This is an optimization exercise on Yosys and OpenROAD, whose aim is small area, a short achievable clock period and few clock cycles per item, not a production implementation.

// mx_narrow
module mx_narrow (
    input  wire        clk,
    input  wire        rst,
    input  wire        in_valid,
    output wire        in_ready,
    input  wire [31:0] in_data,
    input  wire [3:0]  in_fmt,
    output wire        out_valid,
    input  wire        out_ready,
    output wire [7:0]  out_elem,
    output wire [7:0]  out_scale,
    output wire        out_last
);
export LEC_CHECK = 0
export CAP_MARGIN = 20
export CORE_MARGIN = 2
export CORE_UTILIZATION = 65
export CTS_BUF_LIST = sky130_fd_sc_hd__clkbuf_8 sky130_fd_sc_hd__clkbuf_16
export CTS_CLUSTER_DIAMETER = 60
export CTS_CLUSTER_SIZE = 24
export PLACE_DENSITY = 0.75
export SLEW_MARGIN = 20
create_clock -name core_clock -period 18.0 [get_ports {clk}]
standard.sh (not shown) runs the stock make flow with config.mk's settings and CLKGATE_MAP_FILE= SYNTH_SCRIPT=/design/flow/synth_recipe.tcl, a recipe that flattens the netlist after the stock synthesis.
==> flow/flow/run.sh <==
#!/bin/bash
# Standard ORFS layout, with timing repair asked to leave extra setup slack.
set -euo pipefail
bash standard.sh SETUP_SLACK_MARGIN=13.5 BUFFER_PORTS_ARGS=-buffer_cell\ sky130_fd_sc_hd__buf_1 finish > standard_make.log 2>&1
Then changed:
--- a/flow/design.v
+++ b/flow/design.v
@@ -90,33 +90,31 @@
     reg [31:0] s1_d;
     reg        s1_v;
     reg        s1_int;     
     reg [2:0]  ff;         
     wire [2:0] in_fc = (in_fmt >= 4'd4 && in_fmt <= 4'd8) ? in_fmt[2:0] - 3'd4 : 3'd6;
     wire        p_sg = s1_d[31];
     wire [7:0]  p_e  = s1_d[30:23];
     wire [22:0] p_m  = s1_d[22:0];
     wire        s1_mnz = |p_m;
-    reg [7:0] f_mc;  reg f_n;  reg f_inf;         
+    reg [7:0] f_mc;  reg f_n;                     
     reg [7:0] c_mc;  reg c_n;  reg [2:0] c_f;     
     reg [7:0] d_mc;  reg d_n;  reg [2:0] d_f;     
     wire [7:0] in_e   = in_data[30:23];
     wire       in_e1  = &in_e;
     wire       in_mnz = |in_data[22:0];
     wire       in_nan = in_e1 & in_mnz;
-    wire       in_inf = in_e1 & ~in_mnz;
+    wire [7:0] in_eff = in_e1 ? (in_mnz ? 8'd0 : 8'd254) : in_e;
     wire [7:0] t_em   = {4'd0, f_emax(ff)};
     wire [7:0] t_cm   = ((wj == 5'd1) & (t_em > f_mc)) ? t_em : f_mc;
-    wire       k_gt  = in_e > t_cm;
-    wire       t_sel  = (wj == 5'd0) | (~in_e1 & k_gt);
-    wire [7:0] new_mc = t_sel ? (in_e & {8{~in_e1}}) : t_cm;
+    wire       t_gt   = in_e1 ? (~in_mnz & (t_cm != 8'd255) & (t_cm != 8'd254)) : (in_e > t_cm);
+    wire [7:0] new_mc = ((wj == 5'd0) | t_gt) ? in_eff : t_cm;
     wire       new_n  = in_nan | (f_n & (wj != 5'd0));
-    wire       new_inf = in_inf | (f_inf & (wj != 5'd0));
     wire [4:0] p_g = {|p_m[22:19], |p_m[18:15], |p_m[14:11], |p_m[10:7], |p_m[6:5]};
     wire       p_sub = |p_g;      
     wire [4:0] p_gh = p_g & ~{1'b0, p_g[4], |p_g[4:3], |p_g[4:2], |p_g[4:1]};
     wire [7:0] p_w  = ({8{p_gh[4]}} & p_m[22:15]) | ({8{p_gh[3]}} & p_m[18:11]) |
                       ({8{p_gh[2]}} & p_m[14:7])  | ({8{p_gh[1]}} & p_m[10:3])  |
                       ({8{p_gh[0]}} & {p_m[6:0], 1'b0});
     wire       p_ws = (p_gh[4] & |p_m[14:0]) | (p_gh[3] & |p_m[10:0]) |
                       (p_gh[2] & |p_m[6:0])  | (p_gh[1] & |p_m[2:0]);
     wire [2:0] p_gi = {p_gh[0], p_gh[2] | p_gh[1], p_gh[3] | p_gh[1]};
@@ -254,22 +252,21 @@
     wire       r11 = (ph2 == wj_1) & ((wj == 5'd31) ? (wj != rj) : (~(dv & (rj != 5'd31)) | (wj != rj)));
     wire       rdy_n = in_fire ? (rd ? r11 : r10) : (rd ? r01 : r00);
     always @(posedge clk) begin
         s1_d     <= {in_data[31:17], in_fire ? in_data[16:0] : ring_top};
         s1_int   <= ~f_is_fp((wj == 5'd0) ? in_fc : ff);
         if (in_fire & (wj == 5'd0)) ff <= in_fc;
         if (in_fire) begin
             f_mc <= new_mc;
             f_n  <= new_n;
-            f_inf <= new_inf;
         end
         if (completing) begin
-            c_mc <= new_inf ? 8'd254 : new_mc;
+            c_mc <= new_mc;
             c_n  <= new_n;
             c_f  <= ff;
         end
         if (rd) begin
             a0_sg    <= ring_rd[16];
             a0_e     <= r_ea;
             a0_lo    <= r_lo;
             a0_h     <= r_h;
             a0_nan   <= r_nan;
- The new run ran to the end with no violations
- core utilization rises by 0.53 points
- setup slack improves by 260 ps
- synthesized cell count rises by a few percent
- hold slack degrades by 15 ps
- wire length rises by a few percent
- synthesized area rises slightly
No functional check of the RTL was part of any run of this note.

re-timing with driven ports:
How much do the figures lean on ideal ports? The routed layouts below were timed once more, with nothing changed but the port constraints. Step 1: set_driving_cell puts a clkbuf_16 on clk and a buf_2 on each other input, an assumption about the parent block. Step 2, shift: input delay + t, output delay - t, t = (earliest + latest rising clock arrival at the registers) / 2. This alone moves slack from input paths to output paths. a / b / c = no drivers / after step 1 / after step 2; a / b = the first two.
run	t, ns	slack for setup (ns)	clock arrival spread, ns	slew at the worst register clock pin (ns)	cell pins on the clock port's net
the first run	0.601	12.930 / 12.937 / 12.337	0.027 / 0.027	0.09 / 0.09	1
the second run	0.593	13.188 / 13.196 / 12.602	0.028 / 0.027	0.09 / 0.09	1
After both steps every run listed still meets setup and hold. For the first run, which loses most, drivers alone change the setup slack by +0.007 ns; drivers and shift together by -0.593 ns.
